From an optimization exercise on the open Yosys and OpenROAD flow, aimed at small area, a short achievable clock period and few clock cycles per item; shortcuts taken in it are not production practice.
Only simulation tests tie the RTL to the original design; equivalence was not proved.

<file path="flow/design.v">
module zdiv (
    input  wire        clk,
    input  wire        rst,
    input  wire        in_valid,
    output wire        in_ready,
    input  wire [47:0] in_num,
    input  wire [47:0] in_den,
    input  wire [7:0]  in_e,
    output reg         out_valid,
    output wire [47:0] out_q,
    output reg         out_wrap,
    output reg         out_inv
);
    localparam S_IDLE = 2'd0;
    localparam S_RUN  = 2'd1;
    localparam S_FIN  = 2'd2;
    reg [1:0]  state;
    reg [48:0] R;
    reg [47:0] D;
    reg [47:0] Q;
    reg [8:0]  C;
    reg        cle0;     
    reg        cone;     
    reg        neg;
    reg        inv;
    reg        first;
    reg        y48;
    reg        ok;
    assign out_q    = Q;
    wire   ld       = (state == S_IDLE) | (state == S_FIN);
    assign in_ready = ld;
    wire dnorm = D[47] ^ D[46];
    wire d_sk8 = (&D[47:39]) | ~(|D[47:39]);
    wire r_sk8 = (&R[47:39]) | ~(|R[47:39]);
    wire r_sk1 = ~(R[47] ^ R[46]);
    wire        same = ~(R[48] ^ D[47]);
    wire [47:0] sum;
    padd48 u_add (.a(R[47:0]), .b(D ^ {48{same}}), .cin(same), .s(sum));
    wire        r_zero = ~(|R);
    wire        rc     = (R[48] == D[47]) | (D[47] & r_zero);
    reg  [47:0] qpre;
    integer     qi;
    always @(*) begin
        qpre = Q;
        for (qi = 1; qi < 48; qi = qi * 2)
            qpre = qpre & ((qpre << qi) | ((48'd1 << qi) - 48'd1));
    end
    wire [47:0] qp1    = Q ^ {qpre[46:0], 1'b1};
    wire        qall1  = qpre[47];
    wire [47:0] qinc   = rc ? qp1 : Q;
    wire        qco    = rc & qall1;
    wire zero_fin = first & dnorm & cle0;
    wire d_shift  = ~dnorm;
    wire r_skip8  = first & ~zero_fin & r_sk8;
    wire r_skip1  = first & ~dnorm & ~r_sk8 & r_sk1;
    wire digit    = ~zero_fin & dnorm & ~(first & r_sk8);
    wire [8:0] dinc = d_shift ? (d_sk8 ? 9'd8 : 9'd1) : 9'd0;
    wire [8:0] rdec = r_skip8 ? 9'd8 : ((r_skip1 | digit) ? 9'd1 : 9'd0);
    wire [8:0] c_run = C + dinc - rdec;
    wire [8:0] c_ld  = 9'd2 - {in_e[7], in_e};
    wire [8:0] c_nx  = ld ? c_ld : c_run;
    wire den_zero = (in_den == 48'd0);
    always @(posedge clk) begin
        if (rst) begin
            state     <= S_IDLE;
            out_valid <= 1'b0;
        end else begin
            out_valid <= (state == S_FIN);
            if (ld)
                state <= ~in_valid ? S_IDLE : (den_zero ? S_FIN : S_RUN);
            else if ((zero_fin | (digit & cone)))
                state <= S_FIN;
        end
    end
    always @(posedge clk) begin
        if (state == S_FIN) begin
            Q        <= first ? 48'd0 : qinc;
            out_wrap <= ~first & (~ok | (y48 ^ qco ^ qinc[47]));
            out_inv  <= inv;
        end
        if (ld | (state == S_RUN)) begin
            C    <= c_nx;
            cle0 <= c_nx[8] | (c_nx == 9'd0);
            cone <= (c_nx == 9'd1);
        end
        if (ld) begin
            R     <= {in_num[47], in_num};
            D     <= in_den;
            neg   <= in_num[47] ^ in_den[47];
            inv   <= den_zero;
            first <= 1'b1;
        end else if (state == S_RUN) begin
            if (d_shift)
                D <= d_sk8 ? {D[39:0], 8'd0} : {D[46:0], 1'b0};
            if (r_skip8)
                R <= {R[40:0], 8'd0};
            else if (r_skip1)
                R <= {R[47:0], 1'b0};
            else if (digit)
                R <= {sum, 1'b0};
            if (digit) begin
                first <= 1'b0;
                if (first) begin
                    Q   <= {48{neg}};
                    y48 <= neg;
                    ok  <= 1'b1;
                end else begin
                    Q   <= {Q[46:0], same};
                    y48 <= Q[47];
                    ok  <= ok & (y48 == Q[47]);
                end
            end
        end
    end
endmodule
module padd48 (
    input  wire [47:0] a,
    input  wire [47:0] b,
    input  wire        cin,
    output wire [47:0] s
);
    reg [47:0] g, p;
    reg [47:0] gn, pn;
    integer i, k;
    always @(*) begin
        p = a ^ b;
        g = a & b;
        g[0] = g[0] | (p[0] & cin);
        for (k = 1; k < 48; k = k * 2) begin
            gn = g; pn = p;
            for (i = 0; i < 48; i = i + 1)
                if (i & k) begin
                    gn[i] = g[i] | (p[i] & g[(i & ~(k - 1)) - 1]);
                    pn[i] = p[i] & p[(i & ~(k - 1)) - 1];
                end
            g = gn; p = pn;
        end
    end
    wire [47:0] pp = a ^ b;
    assign s = pp ^ {g[46:0], cin};
endmodule
</file>
<file path="flow/constraint.sdc">
create_clock -name core_clock -period 10.0 [get_ports {clk}]
set_input_delay 2.0000 -clock core_clock [delete_from_list [all_inputs] [get_ports {clk}]]
set_output_delay 2.0000 -clock core_clock [all_outputs]
set_load 0.01 [all_outputs]
</file>
<file path="flow/standard.sh">
#!/bin/bash
# synth_recipe.tcl (not shown) runs the flow's synth.tcl, then flattens the netlist and writes it again
# the make line also repeats each setting of config.mk as NAME=value (left out here)
make -C /OpenROAD-flow-scripts/flow DESIGN_CONFIG=/design/flow/config.mk WORK_HOME=/design/flow/orfs CLKGATE_MAP_FILE= SYNTH_SCRIPT=/design/flow/synth_recipe.tcl "${@:-finish}"
</file>
<file path="flow/config.mk">
export PLATFORM = sky130hd
export DESIGN_NAME = zdiv
export DESIGN_NICKNAME = zdiv
export VERILOG_FILES = /design/flow/design.v
export SDC_FILE = /design/flow/constraint.sdc
export NUM_CORES = 4
export LEC_CHECK = 0
export ABC_AREA = 1
export CAP_MARGIN = 20
export CORE_MARGIN = 2
export CORE_UTILIZATION = 55
export PLACE_DENSITY = 0.7
export SETUP_SLACK_MARGIN = 5
export SLEW_MARGIN = 20
</file>
<file path="flow/flow/run.sh">
#!/bin/bash
# Standard ORFS layout (the standard.sh, standard synthesis unchanged),
# with two changes to how the layout is made:
#  - repair_timing aims for a setup slack margin of 7 ns (timing is still
#    constrained and signed off at the design's 10 ns clock);
#  - port buffers use sky130_fd_sc_hd__buf_1 instead of the default choice.
# Each tool's full output stays in orfs/logs; the make output goes to
# standard.log.
set -o pipefail
bash standard.sh \
  "SETUP_SLACK_MARGIN=7" \
  "BUFFER_PORTS_ARGS=-buffer_cell sky130_fd_sc_hd__buf_1" \
  finish > standard.log 2>&1
</file>
==> results of run 1 <==
## worst reg2reg max path, stage by stage (launching register included)
cell,delay [ns]
edfxtp_1,0.45
buf_6,0.16
xor2_4,0.19
buf_6,0.14
buf_12,0.13
buf_16,0.15
xor2_1,0.16
ha_1,0.36
nand2_2,0.09
nor2_2,0.13
nand2_2,0.11
nor2_2,0.13
nand2_2,0.07
nand2_4,0.13
fa_2,0.46
o211ai_1,0.22
nand3_1,0.11
## how the worst max path moves through the flow
stage           from    end  slack [ns]  cells past startpoint
3_3_place_gp   D[47]   cle0        5.87                     20
4_1_cts        D[47]  R[33]        6.67                     17
5_1_grt        D[47]  R[33]        6.43                     17
2_1_floorplan  R[48]  R[34]        6.79                     17
3_5_place_dp   D[42]   cle0        5.76                     20
6_report       D[47]  R[33]        6.55                     16
## layer usage
metal  wire length, um  global-route usage (%)  part of all wire (%)  up-vias
li1                  -                       -                     -     7360
met1             21800                    52.0                    42     7438
met2             23400                    55.2                    45      965
met3              5550                    7.27                    11      124
met4              1510                    9.49                   2.9        0
met5                 0                       0                     0        -
## registers in the layout, summed over array words and instances, names as in the netlist
name       flops
cone           1
C              9
neg            1
out_wrap       1
D             48
state          2
out_inv        1
ok             1
out_valid      1
y48            1
first          1
inv            1
Q             48
R             49
cle0           1
## through the flow
stage / worst slack [ns] / cell area, sq um / hold slack, ns
after floorplan: 6.79 / 14300 / 0.400
after global placement: 5.87 / 14900 / 0.417
after detailed placement: 5.76 / 14900 / 0.415
after CTS: 6.67 / 17000 / 0.451
after global routing: 6.43 / 18300 / 0.463
final: 6.55 / 18300 / 0.446
## logic make-up after synthesis
group / after synthesis / synth area share, %
AND/OR/NAND/NOR: 910 / 27.1
flip-flops: 166 / 31.7
multiplexers: 3 / 0.213
adder cells (fa/ha/maj): 65 / 6.20
buffers and inverters: 395 / 11.1
AO/OA/AOI/OAI: 467 / 17.7
XOR/XNOR: 97 / 6.03
## repair_timing
item,in CTS,in global routing
endpoints found under the setup margin,201,173
setup buffers,56,36
cloned,13,4
pin swaps,59,127
hold buffers,0,0
resized for setup,221,249
## final cells by class
class | instances | area, sq um
repair buffers | 272 | 1870
repair inverters | 2 | 17.5
inverters | 307 | 1200
fillers | 2044 | 6900
well taps | 330 | 413
clock inverters | 15 | 178
clock buffers | 17 | 425
multi-input cells | 1546 | 9600
flip-flops and latches | 166 | 4580
## cell usage in the layout (no fill, tap or decap), types with 8 or more instances in the layout
| master | count |
|---|---|
| nand3_4 | 8 |
| buf_4 | 76 |
| xnor2_4 | 8 |
| xnor2_1 | 10 |
| a21oi_4 | 13 |
| a21oi_1 | 160 |
| o21bai_1 | 13 |
| buf_1 | 110 |
| clkbuf_16 | 21 |
| nand2_1 | 386 |
| clkbuf_2 | 15 |
| nand3_2 | 18 |
| nor2_2 | 15 |
| nand2_4 | 20 |
| inv_1 | 282 |
| xor2_1 | 60 |
| inv_2 | 17 |
| nor2_4 | 9 |
| xor2_2 | 11 |
| o211ai_1 | 17 |
| edfxtp_1 | 114 |
| nor3_1 | 35 |
| nand4_1 | 24 |
| nor4_1 | 10 |
| dfxtp_4 | 22 |
| dfxtp_2 | 24 |
| o21ai_1 | 34 |
| nor2_1 | 180 |
| nand2_2 | 66 |
| a21oi_2 | 26 |
| buf_2 | 32 |
| nand3_1 | 117 |
| a31oi_1 | 9 |
| o21ai_0 | 164 |
| buf_6 | 20 |
| ha_4 | 13 |
| ha_1 | 43 |
==> flow_summary_export.csv, run 1 <==
group,metric,value,unit
global_routing,antenna_found_initial,0,
status,status,"complete, no violations",
cts,cts.clk_slew.worst_paths,0.08,ns
routing,drc,0,
sta,finalCritPeriodShare,34.5,%
yosys,ys_seq_area_share,31.7,%
placement,post-place-cells,2514,
cts,cts-root-buf,"clkbuf_16",
die,rows,58,
critical_path,r2r_end,"R[33]",
critical_path,cp-start-kind,"flip-flop",
sta,finalSetupViolCount,0,
yosys,synth_nets,2275,
cts,ctsHtreeMaxLevel,4,
routing,dr.pass1.iters,8,
yosys,syn_inst,2103,
sta,rsz0062_at_grt,"yes",
global_routing,grt_first_pass_wirelength,75.7,mm
cells_and_area,num_antenna_cells,0,
global_routing,grt_max_degree,81,
sta,finalMaxSlewViolations,0,
critical_path,cp.required,10.19,ns
critical_path,cp_max_fo,5,
critical_path,path_cells,"buf_6 -> xor2_4 -> buf_6 -> buf_12 -> buf_16 -> xor2_1 -> ha_1 -> nand2_2 -> nor2_2 -> nand2_2 -> nor2_2 -> nand2_2 -> nand2_4 -> fa_2 -> o211ai_1 -> nand3_1",
critical_path,critical-path-top-delay-family,"adder cells",
routing,ant_nets,0,
placement,port_buffers,158,
yosys,ys_types,48,
yosys,synth-main-ff-cell,"edfxtp_1",
yosys,synth_area,0.0141,sq mm
yosys,synth_most_common_cell,"nand2_1",
sta,setup_tns,0,ns
die,die_y,164,um
cts,cts_tree,"yes",
placement,gp_congestion,0.976,
critical_path,timing.rr.start,"D[47]",
cts,cts_buffers,17,
routing,routed_wirelength,52.2,mm
global_routing,grt_pass1_vias,14200,
global_routing,grt_usage,36.1,%
sta,hold_violations,0,
die,io_pins,159,
run,maxCapViolCount,0,
sta,relSlewSlack,38.8,%
min_path,holdPathEnd,"out_inv",
critical_path,cpMaxStageDelayCell,"fa_2",
cts,clk_latency,0.46,ns
yosys,ys_ff_latch,166,
cells_and_area,final_nets,2484,
yosys,yosys-top-cells-count,"466 x nand2_1, 299 x inv_1, 199 x a21oi_1, 199 x nor2_1, 181 x o21ai_0",
placement,dpl.hpwl,32.5,mm
routing,wire_per_inst,19.7,um
cells_and_area,drive_gt1_share,22.4,%
die,start_util,56.0,%
yosys,synth.top_cells.by_area,"edfxtp_1 24%, nand2_1 12%, inv_1 8.0%",
critical_path,crit_path_end_kind,"flip-flop",
min_path,hold_path_depth,0,
routing,vias,15900,
cells_and_area,finalNonFillerCells,2655,
sta,max_freq,289,MHz
yosys,synth_edf_count,114,
yosys,synth.avg_cell_area,6.70,sq um
die,die_area,0.0269,sq mm
die,die_width,164,um
yosys,synthArstFlopShare,0,%
critical_path,cp.arrival,3.65,ns
critical_path,reg2regPathDepth,16,
sta,timing_worst_slew_pin_value,0.916,ns
yosys,ys_warn_count,2,
critical_path,critPathBufInv,4,
cts,cts.sinks,166,
routing,vias_per_cell,5.98,
critical_path,critPathMostFrequentCell,"nand2_2",
min_path,hp-start,"inv",
critical_path,crit_type,"flip-flop to flip-flop",
critical_path,cpPeakStageDelay,0.46,ns
sta,finalClockSkew,0.0191,ns
die,design.core.area,0.0252,sq mm
cells_and_area,area_delta_synth_final,29.8,%
cts,clockBufferDepth,2,
yosys,yosys.area.top_type,"edfxtp_1",
global_routing,grt_remaining_overflow,0,
critical_path,rrSetupSlack,6.55,ns
min_path,hold_class,"flip-flop to flip-flop",
routing,drt-initial-drc-count,2061,
cells_and_area,fin_util,72.6,%
sta,period_minus_slack,3.45,ns
yosys,yosys.area.top_type_share,24.3,%
Testbench counts, summed over its fixed seeds: cycles 104,573, items 3,200.
==> inputs of run 2 (changes only) <==
==> flow/design.v (replaced) <==
module zdiv (
    input  wire        clk,
    input  wire        rst,
    input  wire        in_valid,
    output wire        in_ready,
    input  wire [47:0] in_num,
    input  wire [47:0] in_den,
    input  wire [7:0]  in_e,
    output reg         out_valid,
    output wire [47:0] out_q,
    output reg         out_wrap,
    output reg         out_inv
);
    localparam S_IDLE = 2'd0;
    localparam S_RUN  = 2'd1;
    localparam S_FIN  = 2'd2;
    reg [1:0]  state;
    reg [48:0] R;
    reg [47:0] D;
    reg [47:0] Q;
    reg [8:0]  C;
    reg        cle0;     
    reg        cone;     
    reg        neg;
    reg        inv;
    reg        first;
    reg        y48;
    reg        ok;
    assign out_q    = Q;
    wire   ld       = (state == S_IDLE) | (state == S_FIN);
    assign in_ready = ld;
    wire dnorm = D[47] ^ D[46];
    wire d_sk8 = (&D[47:39]) | ~(|D[47:39]);
    wire d_sk2 = (&D[47:45]) | ~(|D[47:45]);
    wire r_sk8 = (&R[47:39]) | ~(|R[47:39]);
    wire r_sk2 = (&R[47:45]) | ~(|R[47:45]);
    wire        same = ~(R[48] ^ D[47]);
    wire [47:0] sum;
    padd48 u_add (.a(R[47:0]), .b(D ^ {48{same}}), .cin(same), .s(sum));
    wire zero_fin = first & ((dnorm & cle0) | inv);
    wire r_skip8  = first & ~zero_fin & r_sk8;
    wire r_skip2  = first & ~zero_fin & ~r_sk8 & r_sk2;
    wire digit    = dnorm & ~zero_fin & ~(first & (r_sk8 | r_sk2));
    wire fill     = zero_fin | (digit & first);
    wire [8:0] dinc = dnorm ? 9'd0 : (d_sk8 ? 9'd8 : (d_sk2 ? 9'd2 : 9'd1));
    wire [8:0] rdec = r_skip8 ? 9'd8 : (r_skip2 ? 9'd2 : (digit ? 9'd1 : 9'd0));
    wire [8:0] c_run = C + dinc - rdec;
    wire [8:0] c_ld  = 9'd2 - {in_e[7], in_e};
    wire [8:0] c_nx  = ld ? c_ld : c_run;
    wire        r_zero = ~(|R);
    wire        rc     = first ? neg : ((R[48] == D[47]) | (D[47] & r_zero));
    wire [48:0] qinc   = {1'b0, Q} + {48'd0, rc};
    wire den_zero = ~(|in_den);
    always @(posedge clk) begin
        if (rst) begin
            state     <= S_IDLE;
            out_valid <= 1'b0;
        end else begin
            out_valid <= (state == S_FIN);
            if (ld)
                state <= in_valid ? S_RUN : S_IDLE;
            else if (state == S_RUN && (zero_fin | (digit & cone)))
                state <= S_FIN;
        end
    end
    always @(posedge clk) begin
        if (state == S_FIN) begin
            Q        <= qinc[47:0];
            out_wrap <= ~ok | (y48 ^ qinc[48] ^ qinc[47]);
            out_inv  <= inv;
        end
        if (ld | (state == S_RUN)) begin
            C    <= c_nx;
            cle0 <= c_nx[8] | (c_nx == 9'd0);
            cone <= (c_nx == 9'd1);
        end
        if (ld) begin
            R     <= {in_num[47], in_num};
            D     <= in_den;
            neg   <= (in_num[47] ^ in_den[47]) & ~den_zero;
            inv   <= den_zero;
            first <= 1'b1;
        end else if (state == S_RUN) begin
            if (~dnorm)
                D <= d_sk8 ? {D[39:0], 8'd0} : (d_sk2 ? {D[45:0], 2'd0} : {D[46:0], 1'b0});
            if (r_skip8)
                R <= {R[40:0], 8'd0};
            else if (r_skip2)
                R <= {R[46:0], 2'd0};
            else if (digit)
                R <= {sum, 1'b0};
            if (digit)
                first <= 1'b0;
            if (fill) begin
                Q   <= {48{neg}};
                y48 <= neg;
                ok  <= 1'b1;
            end else if (digit) begin
                Q   <= {Q[46:0], same};
                y48 <= Q[47];
                ok  <= ok & (y48 == Q[47]);
            end
        end
    end
endmodule
module padd48 (
    input  wire [47:0] a,
    input  wire [47:0] b,
    input  wire        cin,
    output wire [47:0] s
);
    reg [47:0] g, p;
    reg [47:0] gn, pn;
    integer i, k;
    always @(*) begin
        p = a ^ b;
        g = a & b;
        g[0] = g[0] | (p[0] & cin);
        for (k = 1; k < 48; k = k * 2) begin
            gn = g; pn = p;
            for (i = 0; i < 48; i = i + 1)
                if (i & k) begin
                    gn[i] = g[i] | (p[i] & g[(i & ~(k - 1)) - 1]);
                    pn[i] = p[i] & p[(i & ~(k - 1)) - 1];
                end
            g = gn; p = pn;
        end
    end
    wire [47:0] pp = a ^ b;
    assign s = pp ^ {g[46:0], cin};
endmodule
==> flow_summary_export.csv, run 2 <==
group,metric,value,unit
status,status,"complete, no violations",
sta,finalClockSkew,0.0162,ns
placement,place_ws,5.47,ns
routing,dr.pass1.iters,8,
cells_and_area,fill_cells,1798,
die,design.core.area,0.0245,sq mm
cts,clk_latency,0.45,ns
placement,port_buffers,158,
routing,wire_per_inst,20.1,um
yosys,synth.top_cells.by_area,"edfxtp_1 25%, nand2_1 12%, a21oi_1 7.6%",
routing,vias_per_cell,6.15,
sta,relSlewSlack,30.4,%
yosys,ys_ff_latch,166,
global_routing,antenna_found_initial,1,
cells_and_area,layout_common_cells,"391 x nand2_1, 205 x inv_1, 178 x a21oi_1",
sta,finalCritPeriodShare,35.4,%
die,rows,57,
cts,hold_buffers,0,
global_routing,grt_max_degree,86,
global_routing,grt_first_pass_wirelength,77.0,mm
yosys,ys_types,56,
cts,cts.sinks,166,
critical_path,cp-start-kind,"flip-flop",
die,die_y,162,um
cells_and_area,layout_commonest_cell,"nand2_1",
placement,dpl.hpwl,30.9,mm
global_routing,grt_usage,37.1,%
critical_path,crit_type,"flip-flop to flip-flop",
routing,drt-initial-drc-count,2408,
yosys,synth_nets,2143,
yosys,synth.avg_cell_area,6.99,sq um
sta,hold_violations,0,
die,die_width,162,um
yosys,synth_most_common_cell,"nand2_1",
routing,routed_wirelength,52.1,mm
die,start_util,56.3,%
sta,period_minus_slack,3.54,ns
cts,cts-root-buf,"clkbuf_16",
routing,vias,15900,
cells_and_area,largest_reg_flops,49,
cells_and_area,largest-register,"R",
sta,timing_worst_slew_pin_value,1.04,ns
yosys,ys_warn_count,2,
cells_and_area,seq_area,0.00457,sq mm
cells_and_area,area_delta_synth_final,34.7,%
cts,ctsHtreeMaxLevel,4,
sta,rsz0062_at_grt,"yes",
cells_and_area,stdcell_area,0.0185,sq mm
yosys,synth-main-ff-cell,"edfxtp_1",
sta,max_freq,283,MHz
die,die_area,0.0263,sq mm
routing,ant_nets,0,
cts,clockBufferDepth,2,
die,io_pins,159,
cells_and_area,final_nets,2422,
yosys,synth_area,0.0138,sq mm
cts,cts_buffers,17,
placement,gp_congestion,0.971,
critical_path,rrSetupSlack,6.46,ns
critical_path,cp.required,10.20,ns
yosys,yosys.area.top_type_share,24.9,%
sta,finalMaxSlewViolations,0,
critical_path,reg2regPathDepth,19,
cts,cts.clk_slew.worst_paths,0.07,ns
yosys,yosys.area.top_type,"edfxtp_1",
critical_path,cp_max_fo,6,
critical_path,cp.arrival,3.74,ns
sta,finalSetupViolCount,0,
yosys,yosys-top-cells-count,"455 x nand2_1, 223 x inv_1, 210 x nor2_1",
yosys,synth_edf_count,114,
global_routing,grt_pass1_vias,14400,
min_path,hold_class,"flip-flop to flip-flop",
critical_path,crit_path_end_kind,"flip-flop",
cells_and_area,multi_input_area,0.00966,sq mm
cells_and_area,reg_top3,"R (49), D (48), Q (48)",
cts,cts_tree,"yes",
routing,drc,0,
yosys,ys_seq_area_share,32.4,%
cells_and_area,drive_gt1_share,27.5,%
min_path,hold_path_depth,0,
global_routing,grt_remaining_overflow,0,
yosys,syn_inst,1970,
yosys,synthArstFlopShare,0,%
run,maxCapViolCount,0,
sta,finalWorstSetupSlack,6.46,ns
sta,setup_tns,0,ns
placement,dpl_cell_area,0.0146,sq mm
==> run 2: cells by family after synthesis <==
logic type	count (synthesis)	synth area share [%]
xor+xnor	98	6.24
flops	166	32.4
fa+ha+maj	66	6.49
compound gates	426	17.6
buf+inv	308	8.82
simple gates	905	28.4
mux	1	0.0727
==> run 2: per-layer routing <==
metal | global-route usage (%) | up-vias | wire [um]
met4 | 13.2 | 0 | 2030
met3 | 6.33 | 187 | 5890
met5 | 0 | - | 0
met1 | 52.3 | 7388 | 20600
li1 | - | 7204 | -
met2 | 57.6 | 1128 | 23500
==> run 2: per-stage QoR <==
step / std cells / hold WS (ns) / utilization, %
floorplan: 1970 / 0.427 / -
global placement: 2384 / 0.437 / 59.6
detailed placement: 2384 / 0.443 / 59.6
CTS: 2530 / 0.463 / 70.5
global route: 2587 / 0.499 / 75.8
finish: 2587 / 0.462 / 75.8
==> run 2: worst paths after layout <==
check                                to   from
worst max-delay path              R[34]  D[47]
worst min-delay path            out_inv    inv
worst max register to register    R[34]  D[47]
worst min register to register  out_inv    inv
==> run 2: worst max-delay path: stages, from the launching register on <==
cell and delay (ns):
edfxtp_1 0.42, buf_4 0.16, buf_6 0.11, xnor2_4 0.12, buf_8 0.17, buf_12 0.15, xor2_2 0.15, ha_1 0.34
nand2_1 0.15, nand2_1 0.09, nand2_2 0.08, nand2_4 0.07, a21oi_4 0.26, nand2_8 0.12, nand2_4 0.09, nand2_4 0.06
fa_2 0.34, xor2_1 0.16, a21oi_1 0.16, o21ai_1 0.08
==> run 2: cell type report <==
type / count / share of cell area [%]
Inverter: 231 / 4.99
Antenna cell: 1 / 0.0135
Timing Repair inverter: 2 / 0.0945
Clock inverter: 15 / 1.02
Tap cell: 324 / 2.19
Multi-Input combinational cell: 1501 / 52.1
Clock buffer: 17 / 2.29
Sequential cell: 166 / 24.7
Timing Repair Buffer: 330 / 12.6
==> run 2: timing repair <==
item                       4_1_cts  5_1_grt
pin swaps                       95      153
setup buffers                   99       56
resized for setup              309      228
setup endpoints to repair      205      183
cloned                          15        0
Testbench counts of run 2, summed over its fixed seeds: cycles 99,441, items 3,200.
==> inputs of run 3 (changes only) <==
==> flow/flow/run.sh (replaced) <==
#!/bin/bash
# Standard ORFS layout (the standard.sh, standard synthesis unchanged),
# with two changes to how the layout is made:
#  - repair_timing aims for a setup slack margin of 6.5 ns (timing is still
#    constrained and signed off at the design's 10 ns clock);
#  - port buffers use sky130_fd_sc_hd__buf_1 instead of the default choice.
# Each tool's full output stays in orfs/logs; the make output goes to
# standard.log.
set -o pipefail
bash standard.sh \
  "SETUP_SLACK_MARGIN=6.5" \
  "BUFFER_PORTS_ARGS=-buffer_cell sky130_fd_sc_hd__buf_1" \
  finish > standard.log 2>&1
==> flow_summary_export.csv, run 3 <==
group,metric,value,unit
sta,relSlewSlack,30.4,%
cts,cts-root-buf,"clkbuf_16",
yosys,synth_edf_count,114,
yosys,synthArstFlopShare,0,%
critical_path,rrSetupSlack,6.53,ns
yosys,yosys-top-cells-count,"455 x nand2_1, 223 x inv_1, 210 x nor2_1",
die,die_y,162,um
global_routing,antenna_found_initial,1,
routing,drt-initial-drc-count,1751,
routing,ant_nets,0,
sta,finalSetupViolCount,0,
sta,finalCritPeriodShare,34.7,%
cells_and_area,fill_cells,2115,
cells_and_area,area_delta_synth_final,21.1,%
critical_path,crit_path_end_kind,"flip-flop",
sta,finalWorstSetupSlack,6.53,ns
routing,drc,0,
run,maxCapViolCount,0,
cells_and_area,largest_reg_flops,49,
yosys,synth.top_cells.by_area,"edfxtp_1 25%, nand2_1 12%, a21oi_1 7.6%",
cells_and_area,final_nets,2347,
cells_and_area,largest-register,"R",
yosys,synth-main-ff-cell,"edfxtp_1",
die,design.core.area,0.0245,sq mm
yosys,synth_nets,2143,
critical_path,timing.rr.start,"D[47]",
die,rows,57,
global_routing,grt_remaining_overflow,0,
yosys,yosys.area.top_type_share,24.9,%
critical_path,cpPeakStageDelay,0.42,ns
sta,rsz0062_at_grt,"yes",
yosys,synth_most_common_cell,"nand2_1",
cells_and_area,multi_input_area,0.00867,sq mm
routing,wire_per_inst,18.6,um
yosys,synth.avg_cell_area,6.99,sq um
cts,clk_latency,0.46,ns
cts,cts_buffers,17,
critical_path,reg2regPathDepth,19,
die,die_width,162,um
cts,hold_buffers,0,
cells_and_area,seq_area,0.00447,sq mm
yosys,ys_seq_area_share,32.4,%
min_path,holdPathEnd,"out_inv",
sta,max_freq,288,MHz
placement,port_buffers,158,
yosys,yosys.area.top_type,"edfxtp_1",
cells_and_area,drive_gt1_share,12.9,%
min_path,hp-start,"inv",
cts,cts_tree,"yes",
critical_path,critPathMostFrequentCell,"inv_1",
sta,setup_tns,0,ns
min_path,hold_path_depth,0,
cells_and_area,finalNonFillerCells,2512,
die,io_pins,159,
die,die_area,0.0263,sq mm
yosys,ys_types,56,
sta,timing_worst_slew_pin_value,1.04,ns
critical_path,cp.required,10.19,ns
routing,routed_wirelength,46.7,mm
cts,clockBufferDepth,2,
cts,ctsHtreeMaxLevel,4,
status,status,"complete, no violations",
critical_path,cp_max_fo,11,
global_routing,grt_usage,34.2,%
global_routing,grt_pass1_vias,13500,
min_path,hold_class,"flip-flop to flip-flop",
sta,finalMaxSlewViolations,0,
cells_and_area,layout_common_cells,"430 x nand2_1, 215 x inv_1, 199 x a21oi_1",
sta,period_minus_slack,3.47,ns
critical_path,cp.arrival,3.66,ns
yosys,synth_area,0.0138,sq mm
placement,gp_congestion,0.963,
yosys,ys_ff_latch,166,
global_routing,grt_max_degree,86,
placement,place_ws,5.57,ns
cells_and_area,reg_top3,"R (49), D (48), Q (48)",
yosys,syn_inst,1970,
critical_path,crit_type,"flip-flop to flip-flop",
yosys,ys_warn_count,2,
sta,finalClockSkew,0.0234,ns
cells_and_area,layout_commonest_cell,"nand2_1",
critical_path,r2r_end,"R[34]",
routing,vias,14700,
die,start_util,56.3,%
cells_and_area,fin_util,68.1,%
cts,cts.clk_slew.worst_paths,0.08,ns
critical_path,path_cells,"buf_6 -> xnor2_4 -> buf_4 -> buf_6 -> buf_16 -> xor2_1 -> ha_1 -> nand2_1 -> inv_1 -> nand2_2 -> inv_1 -> nand2_1 -> inv_1 -> a21oi_4 -> nand2_4 -> fa_2 -> xor2_1 -> a21oi_1 -> o21ai_1",
global_routing,grt_first_pass_wirelength,71.3,mm
routing,dr.pass1.iters,6,
critical_path,cp-start-kind,"flip-flop",
routing,vias_per_cell,5.86,
cts,cts.sinks,166,
placement,post-place-cells,2387,
critical_path,cpMaxStageDelayCell,"edfxtp_1",
placement,dpl.hpwl,31.4,mm
sta,hold_violations,0,
-- run 3: changes by cell type in the layout (fill, tap and decap cells not counted), sizes merged --
cell | before | now
buf | 304 | 255
bufbuf | 3 | 2
bufinv | 4 | 1
clkbuf | 40 | 22
clkinv | 4 | 6
clkinvlp | 4 | 1
inv | 236 | 238
nand2 | 467 | 464
nor2 | 221 | 219
-- run 3: worst max-delay path by stage --
stage,from,end,slack (ns),cells past startpoint
after floorplan,D[47],R[34],6.55,19
after global placement,D[47],cle0,5.63,18
after detailed placement,D[47],R[34],5.57,16
after CTS,D[47],R[34],6.49,18
after global routing,D[47],R[48],6.38,23
final,D[47],R[34],6.53,19
-- run 3: logic make-up after synthesis --
group                    share of synthesized area, %
XOR/XNOR                                         6.24
adder cells (fa/ha/maj)                          6.49
AND/OR/NAND/NOR                                  28.4
AO/OA/AOI/OAI                                    17.6
multiplexers                                   0.0727
flip-flops                                       32.4
buffers and inverters                            8.82
-- run 3: repair_timing --
item | CTS | global route
setup endpoints to repair | 86 | 99
resized for setup | 59 | 95
setup buffers | 33 | 50
pin swaps | 16 | 57
cloned | 4 | 4
-- run 3: metal layers --
| metal | part of all wire (%) | track usage [%] |
|---|---|---|
| met5 | 0 | 0 |
| met4 | 1.8 | 8.81 |
| met3 | 9.5 | 5.11 |
| met2 | 45 | 53.9 |
| met1 | 43 | 49.4 |
-- run 3: critical path: cells and delay by family, from the launching register on --
family,cells,cell delay (ns)
compound gates,3,0.38
xor+xnor,3,0.57
fa+ha+maj,2,0.64
buf+inv,7,0.79
flops,1,0.42
simple gates,4,0.39
-- run 3: final cells by class --
type | instances | share of cell area (%)
multi-input cells | 1496 | 52.0
flip-flops and latches | 166 | 26.8
repair buffers | 260 | 9.44
inverters | 231 | 5.36
clock buffers | 19 | 2.78
well taps | 324 | 2.43
clock inverters | 13 | 1.04
repair inverters | 2 | 0.0901
diodes | 1 | 0.0150
-- run 3: stage by stage --
| step | hold WS [ns] | cell area, sq um |
|---|---|---|
| floorplan | 0.427 | 13800 |
| detailed placement | 0.449 | 14600 |
| finish | 0.471 | 16700 |
| CTS | 0.466 | 15800 |
| global route | 0.482 | 16700 |
| global placement | 0.428 | 14600 |
==> inputs of run 4 (changes only) <==
--- a/flow/design.v
+++ b/flow/design.v
@@ -49,7 +49,21 @@
     wire [8:0] c_nx  = ld ? c_ld : c_run;
     wire        r_zero = ~(|R);
     wire        rc     = first ? neg : ((R[48] == D[47]) | (D[47] & r_zero));
-    wire [48:0] qinc   = {1'b0, Q} + {48'd0, rc};
+    reg  [48:0] qcy;
+    reg  [6:0]  qbc;
+    integer     qi, qj;
+    always @(*) begin
+        qbc[0] = 1'b1;
+        for (qj = 0; qj < 6; qj = qj + 1)
+            qbc[qj + 1] = qbc[qj] & (&Q[qj * 8 +: 8]);
+        for (qj = 0; qj < 6; qj = qj + 1) begin
+            qcy[qj * 8] = qbc[qj];
+            for (qi = 1; qi < 8; qi = qi + 1)
+                qcy[qj * 8 + qi] = qcy[qj * 8 + qi - 1] & Q[qj * 8 + qi - 1];
+        end
+        qcy[48] = qbc[6];
+    end
+    wire [48:0] qinc   = rc ? {qcy[48], Q ^ qcy[47:0]} : {1'b0, Q};
     wire den_zero = ~(|in_den);
     always @(posedge clk) begin
         if (rst) begin
==> flow_summary_export.csv, run 4 <==
group,metric,value,unit
status,status,"complete, no violations",
placement,gp_congestion,0.897,
yosys,synth_most_common_cell,"nand2_1",
cells_and_area,layout_common_cells,"483 x nand2_1, 249 x inv_1, 215 x a21oi_1",
yosys,synth_edf_count,114,
global_routing,antenna_found_initial,0,
min_path,hold_class,"flip-flop to flip-flop",
cells_and_area,reg_top3,"R (49), D (48), Q (48)",
yosys,ys_ff_latch,166,
routing,dr.pass1.iters,6,
yosys,synth_area,0.0135,sq mm
cts,cts.sinks,166,
routing,vias,13800,
yosys,synth.top_cells.by_area,"edfxtp_1 25%, nand2_1 14%, ha_1 8.9%",
global_routing,grt_pass1_vias,12500,
sta,finalWorstSetupSlack,6.43,ns
routing,wl_met3,4.03,mm
yosys,ys_types,47,
routing,met2WireLength,18.8,mm
yosys,syn_inst,1915,
die,die_width,161,um
sta,hold_violations,0,
cells_and_area,largest_reg_flops,49,
routing,ant_nets,0,
die,die_area,0.0258,sq mm
sta,period_minus_slack,3.57,ns
cells_and_area,fill_cells,2152,
critical_path,crit_type,"flip-flop to flip-flop",
sta,setup_tns,0,ns
routing,drc,0,
cells_and_area,drive_gt1_share,10.0,%
routing,wl_met1,18.0,mm
critical_path,cp-start-kind,"flip-flop",
yosys,yosys.area.top_type,"edfxtp_1",
sta,finalSetupViolCount,0,
yosys,synthArstFlopShare,0,%
yosys,yosys-top-cells-count,"503 x nand2_1, 254 x inv_1, 221 x a21oi_1",
yosys,ys_warn_count,2,
global_routing,grt_first_pass_wirelength,64.4,mm
critical_path,cp.arrival,3.76,ns
critical_path,cp.required,10.19,ns
die,design.core.area,0.0242,sq mm
global_routing,grt_remaining_overflow,0,
cells_and_area,layout_commonest_cell,"nand2_1",
sta,finalCritPeriodShare,35.7,%
sta,max_freq,280,MHz
yosys,synth-main-ff-cell,"edfxtp_1",
sta,timing_worst_slew_pin_value,0.999,ns
yosys,ys_seq_area_share,33.1,%
cells_and_area,area_delta_synth_final,17.9,%
cts,cts-root-buf,"clkbuf_16",
sta,rsz0062_at_grt,"yes",
run,maxCapViolCount,0,
cts,clockBufferDepth,2,
yosys,synth_nets,2127,
cts,clk_latency,0.45,ns
die,start_util,55.7,%
global_routing,grt_usage,31.1,%
global_routing,grt_max_degree,80,
die,rows,57,
routing,drt-initial-drc-count,1451,
routing,wire_per_inst,17.2,um
sta,relSlewSlack,33.3,%
cells_and_area,largest-register,"R",
sta,finalClockSkew,0.0133,ns
critical_path,cp_max_fo,23,
critical_path,rrSetupSlack,6.43,ns
routing,vias_per_cell,5.69,
cts,cts_tree,"yes",
cts,ctsHtreeMaxLevel,4,
critical_path,crit_path_end_kind,"flip-flop",
placement,dpl.hpwl,27.1,mm
routing,maxUsedRoutingLayer,"met4",
placement,port_buffers,158,
cts,cts.clk_slew.worst_paths,0.07,ns
placement,place_ws,5.20,ns
yosys,yosys.area.top_type_share,25.4,%
die,io_pins,159,
cells_and_area,final_nets,2300,
routing,routed_wirelength,41.8,mm
sta,finalMaxSlewViolations,0,
die,die_y,161,um
yosys,synth.avg_cell_area,7.04,sq um
cts,cts_buffers,17,
==> run 4: cell count changes in the layout (fill, tap and decap cells not counted), moves of 8 or more <==
cell	previous run	this run
inv_1	215	249
buf_4	86	60
xor2_1	74	14
ha_1	52	93
o211ai_1	20	8
o21ai_0	98	75
a21oi_1	199	215
xnor2_1	18	38
xnor2_2	1	11
a21oi_2	14	6
nand3_1	111	87
nor3_1	34	6
nand2_1	430	483
nor2_1	197	162
==> run 4: layout make-up <==
class / instances / area (sq um) / share of cell area (%)
inverter: 263 / 1050 / 6.59
timing repair inverter: 2 / 20.0 / 0.126
clock inverter: 12 / 106 / 0.669
timing repair buffer: 232 / 1370 / 8.61
sequential: 166 / 4480 / 28.2
clock buffer: 20 / 479 / 3.02
tap: 324 / 405 / 2.55
antenna: 1 / 2.50 / 0.0157
multi-input combinational: 1406 / 7980 / 50.2
==> run 4: per-stage QoR <==
step / cell area (sq um) / std cells / util, % / hold WS, ns
floorplan: 13500 / 1915 / - / 0.426
global placement: 14200 / 2328 / 58.6 / 0.439
detailed placement: 14200 / 2328 / 58.6 / 0.455
CTS: 15300 / 2391 / 63.4 / 0.452
global route: 15900 / 2425 / 65.7 / 0.455
finish: 15900 / 2426 / 65.7 / 0.460
==> run 4: final timing paths <==
path,start,endpoint,cells past startpoint
setup reg to reg,D[47],R[34],17
hold / removal,inv,out_inv,0
hold reg to reg,inv,out_inv,0
setup / recovery,D[47],R[34],17
==> run 4: per-layer routing <==
metal  track usage, %  up-vias
li1                 -     6700
met1             45.8     6342
met2             46.9      704
met3             4.49       69
met4             10.5        0
met5                0        -
==> run 4: cell families (layout without fill, tap and decap cells) <==
logic type / count (synthesis) / after routing / synth area share [%]
AND/OR/NAND/NOR: 835 / 836 / 25.6
AO/OA/AOI/OAI: 401 / 401 / 16.4
buffers and inverters: 344 / 529 / 10.5
flip-flops: 166 / 166 / 33.1
adder cells (fa/ha/maj): 105 / 105 / 10.3
XOR/XNOR: 64 / 64 / 4.16
other: 0 / 1 / 0
==> run 4: worst max-delay path, stage by stage (launching register included) <==
cell	delay (ns)
edfxtp_1	0.43
inv_2	0.15
or2_4	0.18
nand2_8	0.10
buf_16	0.20
xnor2_1	0.40
ha_1	0.37
nand2_1	0.11
nor2_1	0.05
nor2_1	0.10
nand2_1	0.07
a21oi_2	0.15
nand2_4	0.07
fa_1	0.43
xnor2_1	0.19
nor2_1	0.08
a211oi_2	0.15
o21ai_1	0.08
==> run 4: timing repair <==
action                                  4_1_cts  5_1_grt
endpoints found under the setup margin       99       68
buffers inserted                             25       30
pin swaps                                     9       36
hold endpoints to repair                      0        0
gates resized for setup                      55       71
gates cloned                                  6        4
hold buffers                                  0        0
Testbench counts of run 4, summed over its fixed seeds: cycles 99,441, items 3,200.
==> inputs of run 5 (changes only) <==
--- a/flow/design.v
+++ b/flow/design.v
@@ -47,7 +47,7 @@
     wire [8:0] c_run = C + dinc - rdec;
     wire [8:0] c_ld  = 9'd2 - {in_e[7], in_e};
     wire [8:0] c_nx  = ld ? c_ld : c_run;
-    wire        r_zero = ~(|R);
+    wire        r_zero = ~(|R[48:1]);
     wire        rc     = first ? neg : ((R[48] == D[47]) | (D[47] & r_zero));
     reg  [48:0] qcy;
     reg  [6:0]  qbc;
==> flow_summary_export.csv, run 5 <==
group,metric,value,unit
cells_and_area,final_nets,2297,
die,design.core.area,0.0242,sq mm
critical_path,crit_type,"flip-flop to flip-flop",
yosys,synth_nets,2132,
placement,dpl.hpwl,27.2,mm
global_routing,grt_usage,31.1,%
routing,wire_per_inst,17.4,um
critical_path,reg2regPathDepth,18,
global_routing,grt_pass1_vias,12300,
critical_path,cpMaxStageDelayCell,"edfxtp_1",
routing,routed_wirelength,42.2,mm
min_path,holdPathEnd,"out_inv",
min_path,hold_path_depth,0,
sta,period_minus_slack,3.48,ns
sta,finalClockSkew,0.0201,ns
cells_and_area,fin_util,65.3,%
yosys,synth_fa_ha_area_share,10.3,%
routing,drc,0,
critical_path,cp_max_fo,11,
cells_and_area,layout_common_cells,"543 x nand2_1, 219 x inv_1, 175 x nor2_1",
cells_and_area,area_delta_synth_final,17.4,%
critical_path,critPathMostFrequentCell,"nand2_1",
global_routing,grt_first_pass_wirelength,64.0,mm
routing,ant_nets,0,
sta,finalCritPeriodShare,34.8,%
cts,cts.sinks,166,
yosys,synth_compound_area_share,13.7,%
yosys,ys_ff_latch,166,
placement,gp_congestion,0.948,
yosys,yosys.area.top_type_share,25.5,%
cts,cts.clk_slew.worst_paths,0.07,ns
yosys,ys_seq_area_share,33.2,%
run,maxCapViolCount,0,
yosys,ys_types,51,
yosys,yosys-top-cells-count,"556 x nand2_1, 228 x inv_1, 181 x nor2_1",
yosys,ys_warn_count,2,
critical_path,cpPeakStageDelay,0.48,ns
placement,port_buffers,158,
cells_and_area,largest_reg_flops,49,
critical_path,path_cells,"or2_4 -> nand2_8 -> buf_16 -> xor2_1 -> ha_1 -> nand2_1 -> nand2_1 -> nand2_1 -> nand2_1 -> nand2_2 -> nand2_4 -> a21oi_4 -> nand2_4 -> fa_1 -> xnor2_1 -> nor2_1 -> a211oi_1 -> o21ai_0",
routing,drt-initial-drc-count,1404,
cts,cts_buffers,17,
critical_path,cp.required,10.19,ns
sta,hold_violations,0,
critical_path,cp.arrival,3.66,ns
placement,post-place-cells,2333,
routing,vias_per_cell,5.68,
die,start_util,55.6,%
global_routing,grt_remaining_overflow,0,
die,io_pins,159,
cts,clk_latency,0.45,ns
status,status,"complete, no violations",
cts,cts-root-buf,"clkbuf_16",
sta,finalMaxSlewViolations,0,
critical_path,critPathBufInv,1,
die,die_width,160,um
yosys,synth_top_family_by_area,"simple AND/OR/NAND/NOR gates",
yosys,synth.avg_cell_area,7.00,sq um
sta,max_freq,288,MHz
sta,setup_tns,0,ns
cts,ctsHtreeMaxLevel,4,
die,die_area,0.0257,sq mm
critical_path,r2r_end,"R[34]",
routing,vias,13800,
cells_and_area,finalNonFillerCells,2423,
yosys,yosys.area.top_type,"edfxtp_1",
cells_and_area,drive_gt1_share,9.29,%
yosys,synthSimpleGateAreaFrac,29.3,%
cts,cts_tree,"yes",
yosys,synth.top_cells.by_area,"edfxtp_1 25%, nand2_1 16%, ha_1 8.9%",
yosys,syn_inst,1920,
cells_and_area,layout_commonest_cell,"nand2_1",
yosys,synthArstFlopShare,0,%
die,rows,57,
yosys,synth_edf_count,114,
die,die_y,160,um
cells_and_area,reg_top3,"R (49), D (48), Q (48)",
global_routing,grt_max_degree,85,
sta,relSlewSlack,35.2,%
sta,rsz0062_at_grt,"yes",
cts,clockBufferDepth,2,
sta,timing_worst_slew_pin_value,0.971,ns
sta,finalSetupViolCount,0,
critical_path,critical-path-top-delay-family,"simple AND/OR/NAND/NOR gates",
critical_path,crit_path_end_kind,"flip-flop",
routing,dr.pass1.iters,6,
cells_and_area,stdcell_area,0.0158,sq mm
global_routing,antenna_found_initial,1,
placement,dpl_cell_area,0.0142,sq mm
yosys,synth_most_common_cell,"nand2_1",
min_path,hold_class,"flip-flop to flip-flop",
critical_path,timing.rr.start,"D[47]",
yosys,synth-main-ff-cell,"edfxtp_1",
yosys,muxShareOfSynthArea,0.0745,%
yosys,synth_xor_area_share,4.04,%
critical_path,rrSetupSlack,6.52,ns
critical_path,cp-start-kind,"flip-flop",
min_path,hp-start,"inv",
cells_and_area,largest-register,"R",
yosys,synth_area,0.0134,sq mm
-- run 5: routing by layer --
layer / share of wire [%] / vias to the layer above / global-route usage [%]
li1: - / 6689 / -
met1: 43 / 6271 / 43.7
met2: 45 / 710 / 47.5
met3: 10 / 92 / 7.72
met4: 2.7 / 0 / 9.46
met5: 0 / - / 0
-- run 5: cells by family after synthesis --
family                   count (synthesis)
XOR/XNOR                                62
buffers and inverters                  317
AND/OR/NAND/NOR                        944
adder cells (fa/ha/maj)                105
AO/OA/AOI/OAI                          325
multiplexers                             1
flip-flops                             166
-- run 5: final cells by class --
| cell class | instances | area, sq um |
|---|---|---|
| clock inverters | 13 | 116 |
| clock buffers | 19 | 475 |
| repair inverters | 3 | 20.0 |
| fillers | 2133 | 8390 |
| inverters | 236 | 912 |
| multi-input cells | 1439 | 8080 |
| repair buffers | 222 | 1300 |
| flip-flops and latches | 166 | 4470 |
| well taps | 324 | 405 |
| diodes | 1 | 2.50 |
-- run 5: worst max-delay path by stage --
stage / to / slack [ns] / from / depth (start not counted)
finish: R[34] / 6.52 / D[47] / 18
global route: R[34] / 6.37 / R[48] / 18
CTS: R[34] / 6.50 / D[47] / 18
detailed placement: R[34] / 5.66 / D[47] / 18
global placement: R[34] / 5.75 / D[47] / 18
floorplan: R[34] / 6.52 / D[47] / 20
-- run 5: per-stage QoR --
stage	hold slack, ns	setup WS [ns]
floorplan	0.426	6.52
global placement	0.451	5.75
detailed placement	0.468	5.66
CTS	0.496	6.50
global route	0.505	6.37
finish	0.491	6.52
-- run 5: repair_timing --
action                                  CTS  global route
gates cloned                              6             8
buffers inserted                         10            33
hold buffers                              0             0
hold endpoints to repair                  0             0
pin swaps                                 6            29
resized for setup                        38            58
endpoints found under the setup margin   67            56
Testbench counts of run 5, summed over its fixed seeds: cycles 99,441, items 3,200.
==> inputs of run 6 (changes only) <==
==> flow/flow/run.sh (replaced) <==
#!/bin/bash
# Standard ORFS layout (the standard.sh, standard synthesis unchanged),
# with three changes to how the layout is made:
#  - repair_timing aims for a setup slack margin of 6.5 ns (timing is still
#    constrained and signed off at the design's 10 ns clock);
#  - port buffers use sky130_fd_sc_hd__buf_1 instead of the default choice;
#  - the clock tree is built from sky130_fd_sc_hd__clkbuf_8.
# Each tool's full output stays in orfs/logs; the make output goes to
# standard.log.
set -o pipefail
bash standard.sh \
  "SETUP_SLACK_MARGIN=6.5" \
  "BUFFER_PORTS_ARGS=-buffer_cell sky130_fd_sc_hd__buf_1" \
  "CTS_BUF_LIST=sky130_fd_sc_hd__clkbuf_8" \
  finish > standard.log 2>&1
==> flow_summary_export.csv, run 6 <==
group,metric,value,unit
yosys,yosys.area.top_type,"edfxtp_1",
sta,whs,0.496,ns
sta,finalMaxSlewViolations,0,
global_routing,grt_max_degree,85,
cts,cts.sinks,166,
status,status,"complete, no violations",
critical_path,cp.required,10.22,ns
cells_and_area,area_delta_synth_final,16.3,%
critical_path,crit_type,"flip-flop to flip-flop",
routing,vias,13900,
cells_and_area,drive_gt1_share,9.58,%
cells_and_area,layout_common_cells,"542 x nand2_1, 218 x inv_1, 175 x nor2_1",
routing,ant_nets,0,
sta,hold_violations,0,
yosys,syn_inst,1920,
die,die_y,160,um
run,maxCapViolCount,0,
cells_and_area,finalNonFillerCells,2424,
die,design.core.area,0.0242,sq mm
die,start_util,55.6,%
placement,gp_congestion,0.948,
sta,relSlewSlack,35.0,%
yosys,synth_most_common_cell,"nand2_1",
yosys,ys_types,51,
placement,dpl_cell_area,0.0142,sq mm
routing,dr.pass1.iters,6,
sta,period_minus_slack,3.52,ns
global_routing,grt_first_pass_wirelength,63.9,mm
critical_path,cpMaxStageDelayCell,"edfxtp_1",
yosys,synth_nets,2132,
cells_and_area,largest_reg_flops,49,
routing,routed_wirelength,42.3,mm
sta,finalSetupViolCount,0,
routing,drc,0,
routing,maxUsedRoutingLayer,"met4",
critical_path,cp.arrival,3.75,ns
placement,dpl.hpwl,27.2,mm
cts,clockBufferDepth,2,
yosys,yosys-top-cells-count,"556 x nand2_1, 228 x inv_1, 181 x nor2_1",
yosys,synth_area,0.0134,sq mm
cts,hold_buffers,0,
cts,cts_tree,"yes",
sta,timing_worst_slew_pin_value,0.975,ns
die,rows,57,
yosys,synth.top_cells.by_area,"edfxtp_1 25%, nand2_1 16%, ha_1 8.9%",
cells_and_area,final_nets,2298,
sta,finalClockSkew,0.0272,ns
cts,cts_buffers,17,
yosys,synth.avg_cell_area,7.00,sq um
yosys,ys_seq_area_share,33.2,%
cells_and_area,layout_commonest_cell,"nand2_1",
cts,cts-root-buf,"clkbuf_8",
critical_path,path_cells,"or2_4 -> nand2_8 -> clkbuf_16 -> xor2_1 -> ha_1 -> nand2_1 -> inv_1 -> a21oi_2 -> nand2_4 -> a21oi_4 -> nand2_4 -> fa_1 -> xnor2_1 -> nor2_1 -> a211oi_1 -> o21ai_0",
routing,vias_per_cell,5.72,
critical_path,critical-path-top-delay-family,"simple AND/OR/NAND/NOR gates",
global_routing,grt_remaining_overflow,0,
routing,drt-initial-drc-count,1384,
critical_path,crit_path_end_kind,"flip-flop",
critical_path,cpPeakStageDelay,0.48,ns
yosys,yosys.area.top_type_share,25.5,%
placement,port_buffers,158,
sta,rsz0062_at_grt,"yes",
die,die_width,160,um
sta,max_freq,284,MHz
critical_path,cp-start-kind,"flip-flop",
sta,finalCritPeriodShare,35.2,%
routing,wl_met3,4.33,mm
die,die_area,0.0257,sq mm
yosys,synth-main-ff-cell,"edfxtp_1",
critical_path,cp_max_fo,7,
placement,post-place-cells,2333,
cells_and_area,reg_top3,"R (49), D (48), Q (48)",
yosys,ys_ff_latch,166,
routing,wl_met1,17.7,mm
cells_and_area,fill_cells,2151,
cells_and_area,largest-register,"R",
yosys,ys_warn_count,2,
cells_and_area,seq_area,0.00447,sq mm
cts,ctsHtreeMaxLevel,4,
global_routing,grt_pass1_vias,12300,
placement,place_ws,5.66,ns
global_routing,grt_usage,31.1,%
critical_path,critPathMostFrequentCell,"nand2_4",
sta,finalWorstSetupSlack,6.48,ns
yosys,synth_edf_count,114,
routing,wire_per_inst,17.4,um
cells_and_area,multi_input_area,0.00811,sq mm
cells_and_area,stdcell_area,0.0156,sq mm
sta,setup_tns,0,ns
routing,met2WireLength,19.0,mm
min_path,hold_class,"flip-flop to flip-flop",
cts,clk_latency,0.48,ns
die,io_pins,159,
global_routing,antenna_found_initial,1,
cts,cts.clk_slew.worst_paths,0.10,ns
critical_path,critPathBufInv,2,
yosys,synthArstFlopShare,0,%
[run 6: cell counts after synthesis]
No cell type changed its count.
[run 6: logic make-up (layout without fill, tap and decap cells)]
kind of cell / Yosys count / count (layout) / share of synthesized area (%)
AO/OA/AOI/OAI: 325 / 326 / 13.7
XOR/XNOR: 62 / 62 / 4.04
adder cells (fa/ha/maj): 105 / 105 / 10.3
buffers and inverters: 317 / 494 / 9.41
flip-flops: 166 / 166 / 33.2
multiplexers: 1 / 1 / 0.0745
other: 0 / 1 / 0
AND/OR/NAND/NOR: 944 / 945 / 29.3
[run 6: path summary, 6_finish.rpt]
check | start | end | slack, ns | cells after the start
worst max-delay path | R[48] | R[34] | 6.48 | 16
worst min-delay path | inv | out_inv | 0.50 | 0
worst max register to register | R[48] | R[34] | 6.48 | 16
worst min register to register | inv | out_inv | 0.50 | 0
[run 6: repair_timing]
action,in CTS,in global routing
endpoints found under the setup margin,68,55
resized for setup,37,60
cloned,5,9
setup buffers,14,30
pin swaps,5,28
[run 6: per-layer routing]
metal  global-route usage (%)  vias up
li1                         -     6694
met1                     43.6     6333
met2                     47.7      749
met3                     7.49       96
met4                     9.50        0
met5                        0        -
[run 6: layout make-up]
class / instances / area share, %
Timing Repair inverter: 3 / 0.128
Tap cell: 324 / 2.59
Clock inverter: 15 / 1.13
Inverter: 236 / 5.86
Timing Repair Buffer: 223 / 8.37
Multi-Input combinational cell: 1439 / 51.8
Clock buffer: 17 / 1.50
Sequential cell: 166 / 28.6
Antenna cell: 1 / 0.0160
[run 6: through the flow]
stage / util, %
2_1_floorplan: -
3_3_place_gp: 58.7
3_5_place_dp: 58.7
4_1_cts: 62.1
5_1_grt: 64.7
6_report: 64.7

==> port drivers added, routing unchanged <==
The results above use ideal ports. As a check the final layouts listed here were re-extracted and re-timed, cells and wires unchanged. Step 1 sets driving cells, clkbuf_16 on the clock port and buf_2 on the other inputs (assumed; they add their load-dependent delay and slew). Step 2 times the ports against the registers' clock, not the clock port: input delays grow and output delays shrink by t, the midpoint of the rising clock arrivals with the driver on. Three values: ideal, step 1, step 2; two values: the first two.
| run | t, ns | setup WS [ns] | hold WS [ns] |
|---|---|---|---|
| run 1 | 0.498 | 6.545 / 6.545 / 6.545 | 0.446 / 0.446 / 0.446 |
| run 2 | 0.497 | 6.461 / 6.461 / 6.461 | 0.462 / 0.462 / 0.462 |
| run 3 | 0.496 | 6.529 / 6.489 / 6.529 | 0.471 / 0.471 / 0.471 |
| run 4 | 0.489 | 6.434 / 6.434 / 6.286 | 0.460 / 0.460 / 0.460 |
| run 5 | 0.486 | 6.523 / 6.523 / 6.379 | 0.491 / 0.491 / 0.491 |
| run 6 | 0.514 | 6.476 / 6.476 / 6.369 | 0.496 / 0.496 / 0.496 |
After both steps every run listed still meets setup and hold. The setup slack of run 4, which loses most, moves by 0.000 ns with the drivers and by -0.148 ns with both steps.
